This design comes from an exercise in tuning for small area and a short achievable clock period on the open sky130 flow, not from production work. Where RTL was checked, it was by simulation tests only, not by an equivalence proof against the original. No activity file was given, so power comes from the tool's default toggle rates.

==> flow/design.v <==
module cvt_lane (
    input  wire        clk,
    input  wire        rst,
    input  wire        in_valid,
    input  wire [31:0] in_src,       
    input  wire [7:0]  in_e,         
    input  wire [3:0]  in_fmt,       
    input  wire [1:0]  in_rm,        
    input  wire        in_sat,       
    input  wire [23:0] in_u,         
    output reg         out_valid,
    output reg  [31:0] out_res,      
    output reg         out_invalid,
    output reg         out_overflow
);
    function automatic [10:0] add11(input [10:0] a, input [10:0] b, input cin);
        reg [10:0] g, p, G, P;
        integer i;
        begin
            g = a & b;
            p = a ^ b;
            G = g;
            P = p;
            for (i = 10; i >= 1; i = i - 1) begin G[i] = G[i] | (P[i] & G[i-1]); P[i] = P[i] & P[i-1]; end
            for (i = 10; i >= 2; i = i - 1) begin G[i] = G[i] | (P[i] & G[i-2]); P[i] = P[i] & P[i-2]; end
            for (i = 10; i >= 4; i = i - 1) begin G[i] = G[i] | (P[i] & G[i-4]); P[i] = P[i] & P[i-4]; end
            for (i = 10; i >= 8; i = i - 1) begin G[i] = G[i] | (P[i] & G[i-8]); P[i] = P[i] & P[i-8]; end
            add11[0] = p[0] ^ cin;
            for (i = 1; i <= 10; i = i + 1)
                add11[i] = p[i] ^ (G[i-1] | (P[i-1] & cin));
        end
    endfunction
    reg va, vb, vc;
    always @(posedge clk) begin
        if (rst) begin
            va <= 1'b0; vb <= 1'b0; vc <= 1'b0; out_valid <= 1'b0;
        end else begin
            va <= in_valid; vb <= va; vc <= vb; out_valid <= vc;
        end
    end
    wire [7:0] E0 = in_src[30:23];
    reg        a_s, a_sat;
    reg [22:0] a_F;
    reg [7:0]  a_E, a_e;
    reg [3:0]  a_fmt;
    reg        a_sr;
    reg [23:0] a_u;
    always @(posedge clk) begin
        a_s   <= in_src[31];
        a_F   <= in_src[22:0];
        a_E   <= E0;
        a_e   <= in_e;
        a_fmt <= in_fmt;
        a_sr  <= (in_rm == 2'd1);
        a_sat <= in_sat;
        a_u   <= {in_u[23:1], (in_rm == 2'd1) ? in_u[0] : (in_rm == 2'd0)};
    end
    wire               Ez1 = ~|a_E;
    wire               Ex1 = &a_E;
    wire        [22:0] F1  = a_F;
    wire               Fz1 = ~|F1;
    wire signed [10:0] X1  = add11({3'b000, a_E}, ~{{3{a_e[7]}}, a_e}, 1'b1);   
    wire nan1  = Ex1 & ~Fz1;
    wire snan1 = nan1 & ~F1[22];
    wire inf1  = Ex1 & Fz1;
    wire zero1 = Ez1 & Fz1;
    wire i_int1 = a_fmt[3];
    wire i_e5_1 = ~a_fmt[3] & a_fmt[2];
    wire i_e4_1 = ~a_fmt[3] & ~a_fmt[2] & a_fmt[1] & a_fmt[0];
    wire i_h_1  = ~a_fmt[3] & ~a_fmt[2] & a_fmt[1] & ~a_fmt[0];
    wire i_bf_1 = ~a_fmt[3] & ~a_fmt[2] & ~a_fmt[1] & a_fmt[0];
    wire i_sp_1 = ~a_fmt[3] & ~a_fmt[2] & ~a_fmt[1] & ~a_fmt[0];
    wire [2:0] fc1 = {a_fmt[3] | a_fmt[2], a_fmt[3] | a_fmt[1], a_fmt[3] ? a_fmt[2] : a_fmt[0]};
    reg [4:0] clz1;
    integer k;
    always @(*) begin
        clz1 = 5'd23;
        for (k = 0; k < 23; k = k + 1)
            if (F1[k]) clz1 = 5'd22 - k[4:0];
    end
    wire [4:0] lzf1 = Ez1 ? clz1 : 5'd0;
    wire [23:0] M1 = {~Ez1, F1};
    reg [8:0] C1;
    reg [4:0] nn1;
    reg [8:0] Ymax1, Ymin1;
    always @(*) begin
        C1    = ({9{i_int1}} & 9'd150) | ({9{i_e5_1}} & 9'd134) | ({9{i_e4_1}} & 9'd141) |
                ({9{i_h_1}}  & 9'd126) | ({9{i_bf_1}} & 9'd17)  | ({9{i_sp_1}} & 9'd1);
        nn1   = ({5{i_e5_1}} & 5'd21)  | ({5{i_e4_1}} & 5'd20)  | ({5{i_h_1}}  & 5'd13) |
                ({5{i_bf_1}} & 5'd16);
        Ymax1 = ({9{i_e5_1 | i_h_1}} & 9'd142) | ({9{i_e4_1}} & 9'd135) |
                ({9{i_bf_1 | i_sp_1}} & 9'd254);
        Ymin1 = ({9{i_e5_1 | i_h_1}} & 9'd113) | ({9{i_e4_1}} & 9'd121) |
                ({9{i_bf_1 | i_sp_1}} & 9'd1);
    end
    wire signed [10:0] nsub32 = add11({2'd0, C1} + 11'd32, ~X1, ~Ez1);
    wire        [6:0]  nnrm32 = {2'd0, nn1} + 7'd32 - {2'd0, lzf1} - {6'd0, Ez1};
    wire signed [10:0] Y1     = add11(X1, ~{6'd0, lzf1}, 1'b1);           
    wire               normal1 = ~i_int1 & ~zero1 & (Ez1 ? (Y1 >= $signed({2'd0, Ymin1}))
                                                         : (X1 >= $signed({2'd0, Ymin1})));
    wire        [6:0]  shs1   = nsub32[10] ? 7'd0 : (|nsub32[9:7]) ? 7'd127 : nsub32[6:0];
    wire        [6:0]  sh1    = normal1 ? nnrm32 : shs1;
    wire               yeq1    = ~Ez1 & (X1 == $signed({2'd0, Ymax1}));
    wire               fbig1   = ~Ez1 & ((X1 > $signed({2'd0, Ymax1})) | (i_e4_1 & yeq1 & (&F1[22:20])));
    wire               ibig1   = (nsub32 <= 11'sd23);
    wire               spec1   = nan1 | inf1;
    reg [23:0] Mx1;
    reg [7:0]  efx1;
    always @(*) begin
        if (i_int1) begin
            Mx1  = 24'd0;
            efx1 = 8'd0;
        end else if (nan1 | (inf1 & i_e4_1)) begin
            Mx1  = i_e4_1 ? 24'hF0_0000 : 24'hC0_0000;
            efx1 = i_e4_1 ? 8'h0F : (i_h_1 | i_e5_1) ? 8'h1F : 8'hFF;
        end else if (inf1) begin
            Mx1  = 24'h80_0000;
            efx1 = (i_h_1 | i_e5_1) ? 8'h1F : 8'hFF;
        end else begin
            Mx1  = i_sp_1 ? 24'hFF_FFFF : i_bf_1 ? 24'hFF_0000 : i_h_1 ? 24'hFF_E000 : 24'hE0_0000;
            efx1 = i_e4_1 ? 8'h0F : (i_h_1 | i_e5_1) ? 8'h1E : 8'hFE;
        end
    end
    wire        force1 = spec1 | (~i_int1 & fbig1);
    wire [23:0] Mb1    = force1 ? Mx1 : M1;
    wire [7:0]  ef1    = force1 ? efx1 :
                         ~normal1 ? 8'd0 :
                         i_e4_1 ? {4'd0, ~Y1[3], Y1[2:0]} :
                         (i_h_1 | i_e5_1) ? {3'd0, ~Y1[4], Y1[3:0]} : Y1[7:0];
    wire        big1   = i_int1 ? (~nan1 & (ibig1 | inf1)) : (fbig1 & ~spec1);
    wire        inv1   = i_int1 ? spec1 : (snan1 | (inf1 & i_e4_1));
    wire        s1     = a_s & ~nan1;
    reg        b_s, b_big, b_ys, b_inv;
    reg [23:0] b_M, b_u;
    reg [6:0]  b_sh;
    reg [7:0]  b_ef;
    reg [2:0]  b_fmt;
    reg        b_sr;
    always @(posedge clk) begin
        b_s     <= s1;
        b_M     <= Mb1;
        b_sh    <= sh1;
        b_big   <= big1;
        b_ys    <= i_int1 ? a_sat : (yeq1 & ~spec1);    
        b_ef    <= ef1;
        b_fmt   <= fc1;
        b_sr    <= a_sr;
        b_u     <= a_u;
        b_inv   <= inv1;
    end
    wire [79:0] win2  = {b_M, 56'd0} >> b_sh;
    wire [31:0] kept2 = win2[55:24];
    wire [23:0] frac2 = win2[23:0];
    wire ru2 = b_sr ? (frac2 > b_u) : (b_u[0] & frac2[23] & ((|frac2[22:0]) | kept2[0]));
    wire i_int2 = b_fmt[2] & b_fmt[1];
    wire i_i8_2 = b_fmt[2] & b_fmt[1] & ~b_fmt[0];
    wire i_e5_2 = b_fmt[2] & ~b_fmt[1];
    wire i_e4_2 = ~b_fmt[2] & b_fmt[1] & b_fmt[0];
    wire i_h_2  = ~b_fmt[2] & b_fmt[1] & ~b_fmt[0];
    wire i_bf_2 = ~b_fmt[2] & ~b_fmt[1] & b_fmt[0];
    reg [31:0] val2;
    always @(*) begin
        if (i_i8_2)      val2 = {24'd0, kept2[7:0] ^ {8{b_s}}};
        else if (i_int2) val2 = kept2 ^ {32{b_s}};
        else if (i_e5_2) val2 = {24'd0, b_s, b_ef[4:0], kept2[1:0]};
        else if (i_e4_2) val2 = {24'd0, b_s, b_ef[3:0], kept2[2:0]};
        else if (i_h_2)  val2 = {16'd0, b_s, b_ef[4:0], kept2[9:0]};
        else if (i_bf_2) val2 = {16'd0, b_s, b_ef[7:0], kept2[6:0]};
        else             val2 = {b_s, b_ef[7:0], kept2[22:0]};
    end
    wire m_top2 = i_e5_2 ? (&kept2[1:0]) :
                  i_e4_2 ? (kept2[2:0] == 3'b110) :
                  i_h_2  ? (&kept2[9:0]) :
                  i_bf_2 ? (&kept2[6:0]) : (&kept2[22:0]);
    wire late2  = b_ys & m_top2;
    wire ov8a2  = b_big | (|kept2[31:8]) | (kept2[7] & (~b_s | (|kept2[6:0])));
    wire ov8b2  = b_s ? kept2[7] : (&kept2[6:0]);
    wire ov32a2 = b_big | (kept2[31] & (~b_s | (|kept2[30:0])));
    wire ova2   = i_int2 ? (b_ys & (i_i8_2 ? ov8a2 : ov32a2)) : b_big;
    wire ovb2   = i_int2 ? (b_ys & i_i8_2 & ov8b2) : late2;
    reg        c_s, c_ru, c_ova, c_ovb, c_inv;
    reg [31:0] c_val;
    reg [2:0]  c_fmt;
    always @(posedge clk) begin
        c_s    <= b_s;
        c_val  <= val2;
        c_ru   <= ru2;
        c_ova  <= ova2;
        c_ovb  <= ovb2;
        c_fmt  <= b_fmt;
        c_inv  <= b_inv;
    end
    wire i_int3 = c_fmt[2] & c_fmt[1];
    wire i_i8_3 = c_fmt[2] & c_fmt[1] & ~c_fmt[0];
    wire        inc_c = i_int3 ? (c_s ^ c_ru) : (c_ru & ~c_ovb);
    wire [31:0] inc3  = c_val + {31'd0, inc_c};
    wire        isat3 = c_ova | (c_ovb & c_ru);
    wire [31:0] bnd3  = i_i8_3 ? {24'd0, c_s, {7{~c_s}}} : {c_s, {31{~c_s}}};
    wire [31:0] res3  = (i_int3 & isat3) ? bnd3 : {inc3[31:9], inc3[8] & ~i_i8_3, inc3[7:0]};
    wire        ovf3  = i_int3 ? (isat3 & ~c_inv) : (c_ova | (c_ovb & c_ru));
    always @(posedge clk) begin
        out_res      <= res3;
        out_invalid  <= c_inv;
        out_overflow <= ovf3;
    end
endmodule
clock: 15.0 ns
lec_check: 0
abc_area: 1
cap_margin: 20
core_margin: 2
core_utilization: 60
cts_cluster_diameter: 100
cts_cluster_size: 30
place_density: 0.75
setup_slack_margin: 0.5
slew_margin: 60
standard.sh (not shown) runs the stock make flow with config.mk's settings and CLKGATE_MAP_FILE= SYNTH_SCRIPT=/design/flow/synth_recipe.tcl, a recipe that flattens the netlist after the stock synthesis.
==> flow/flow/run.sh <==
#!/bin/bash
# Own flow: the standard layout, with one change to synthesis: the
# combinational logic is mapped by flow/abc_area.script (a delay-targeted
# map with area recovery, then ABC's buffering and sizing) and Yosys's
# full/half-adder extraction is skipped.  Registers, their names and their
# cells are exactly as in the standard synthesis.  Every input port gets a
# buf_1 buffer and every output port a buf_2 (the standard flow puts
# clkdlybuf4s50_1 on both).
set -euo pipefail
W=$PWD
rm -rf "$W/scripts_own"
cp -r "$FLOW_HOME/scripts" "$W/scripts_own"
sed -i -e 's/^  extract_fa .*$/  # extract_fa skipped/' \
       -e 's/^  techmap -map \$::env(ADDER_MAP_FILE)$/  # adder map skipped/' \
       "$W/scripts_own/synth.tcl"
grep -q "extract_fa skipped" "$W/scripts_own/synth.tcl"
cp "$W/flow/abc_area.script" "$W/scripts_own/abc_area.script"
# port buffers: buf_1 on the inputs, buf_2 on the outputs
sed -i 's/^    buffer_ports {\*}\[env_var_or_empty BUFFER_PORTS_ARGS\]$/    buffer_ports -inputs -buffer_cell sky130_fd_sc_hd__buf_1\n    buffer_ports -outputs -buffer_cell sky130_fd_sc_hd__buf_2/' \
    "$W/scripts_own/global_place.tcl"
grep -q "buffer_ports -outputs" "$W/scripts_own/global_place.tcl"
bash "$W/standard.sh" SCRIPTS_DIR="$W/scripts_own" finish > "$W/standard.log" 2>&1
==> flow/flow/abc_area.script <==
strash
dch
map -D 2400
strash
dch
map -D 2400
topo
stime -c
buffer -c
upsize -c
dnsize -c
The baseline ran to the end with no violations.
Next try:
--- a/flow/design.v
+++ b/flow/design.v
@@ -127,27 +127,28 @@
                          ~normal1 ? 8'd0 :
                          i_e4_1 ? {4'd0, ~Y1[3], Y1[2:0]} :
                          (i_h_1 | i_e5_1) ? {3'd0, ~Y1[4], Y1[3:0]} : Y1[7:0];
     wire        big1   = i_int1 ? (~nan1 & (ibig1 | inf1)) : (fbig1 & ~spec1);
     wire        inv1   = i_int1 ? spec1 : (snan1 | (inf1 & i_e4_1));
     wire        s1     = a_s & ~nan1;
-    reg        b_s, b_big, b_ys, b_inv;
+    reg        b_s, b_big, b_yeq, b_sat, b_inv;
     reg [23:0] b_M, b_u;
     reg [6:0]  b_sh;
     reg [7:0]  b_ef;
     reg [2:0]  b_fmt;
     reg        b_sr;
     always @(posedge clk) begin
         b_s     <= s1;
         b_M     <= Mb1;
         b_sh    <= sh1;
         b_big   <= big1;
-        b_ys    <= i_int1 ? a_sat : (yeq1 & ~spec1);    
+        b_yeq   <= yeq1 & ~spec1;
         b_ef    <= ef1;
         b_fmt   <= fc1;
         b_sr    <= a_sr;
+        b_sat   <= a_sat;
         b_u     <= a_u;
         b_inv   <= inv1;
     end
     wire [79:0] win2  = {b_M, 56'd0} >> b_sh;
     wire [31:0] kept2 = win2[55:24];
     wire [23:0] frac2 = win2[23:0];
@@ -169,18 +170,18 @@
         else             val2 = {b_s, b_ef[7:0], kept2[22:0]};
     end
     wire m_top2 = i_e5_2 ? (&kept2[1:0]) :
                   i_e4_2 ? (kept2[2:0] == 3'b110) :
                   i_h_2  ? (&kept2[9:0]) :
                   i_bf_2 ? (&kept2[6:0]) : (&kept2[22:0]);
-    wire late2  = b_ys & m_top2;
+    wire late2  = b_yeq & m_top2;
     wire ov8a2  = b_big | (|kept2[31:8]) | (kept2[7] & (~b_s | (|kept2[6:0])));
     wire ov8b2  = b_s ? kept2[7] : (&kept2[6:0]);
     wire ov32a2 = b_big | (kept2[31] & (~b_s | (|kept2[30:0])));
-    wire ova2   = i_int2 ? (b_ys & (i_i8_2 ? ov8a2 : ov32a2)) : b_big;
-    wire ovb2   = i_int2 ? (b_ys & i_i8_2 & ov8b2) : late2;
+    wire ova2   = i_int2 ? (b_sat & (i_i8_2 ? ov8a2 : ov32a2)) : b_big;
+    wire ovb2   = i_int2 ? (b_sat & i_i8_2 & ov8b2) : late2;
     reg        c_s, c_ru, c_ova, c_ovb, c_inv;
     reg [31:0] c_val;
     reg [2:0]  c_fmt;
     always @(posedge clk) begin
         c_s    <= b_s;
         c_val  <= val2;
The new run completed with no timing, DRC or antenna violations.
Final area goes up by 0.95%.
Total power goes down by 5.9%.
Clock skew goes up by 0.0062 ns.
Clock-buffer cell count stays the same.
Clock power goes down by about 4%.
No functional check of the RTL was part of the second run of this note.

what the ideal ports hide:
The flow's constraints put no driver on any port. The routed layouts listed below were extracted and timed again, unchanged, in two steps.
Step 1 sets driving cells, clkbuf_16 on the clock port and buf_2 on the other inputs (assumed; they add their load-dependent delay and slew).
Step 2, shift: input delay + t, output delay - t, t = (earliest + latest rising clock arrival at the registers) / 2. This alone moves slack from input paths to output paths.
Three values: no drivers, after step 1, after step 2; two values: the first two.
run | t, ns | setup WS [ns] | hold WS [ns] | clock arrival spread, ns | worst data-port slew with drivers (ns)
the first run | 0.511 | 11.076 / 11.029 / 11.114 | 0.321 / 0.321 / 0.321 | 0.015 / 0.016 | 0.04
the second run | 0.499 | 11.055 / 11.012 / 11.199 | 0.328 / 0.328 / 0.328 | 0.021 / 0.020 | 0.05
After both steps setup and hold are still met in every run listed.
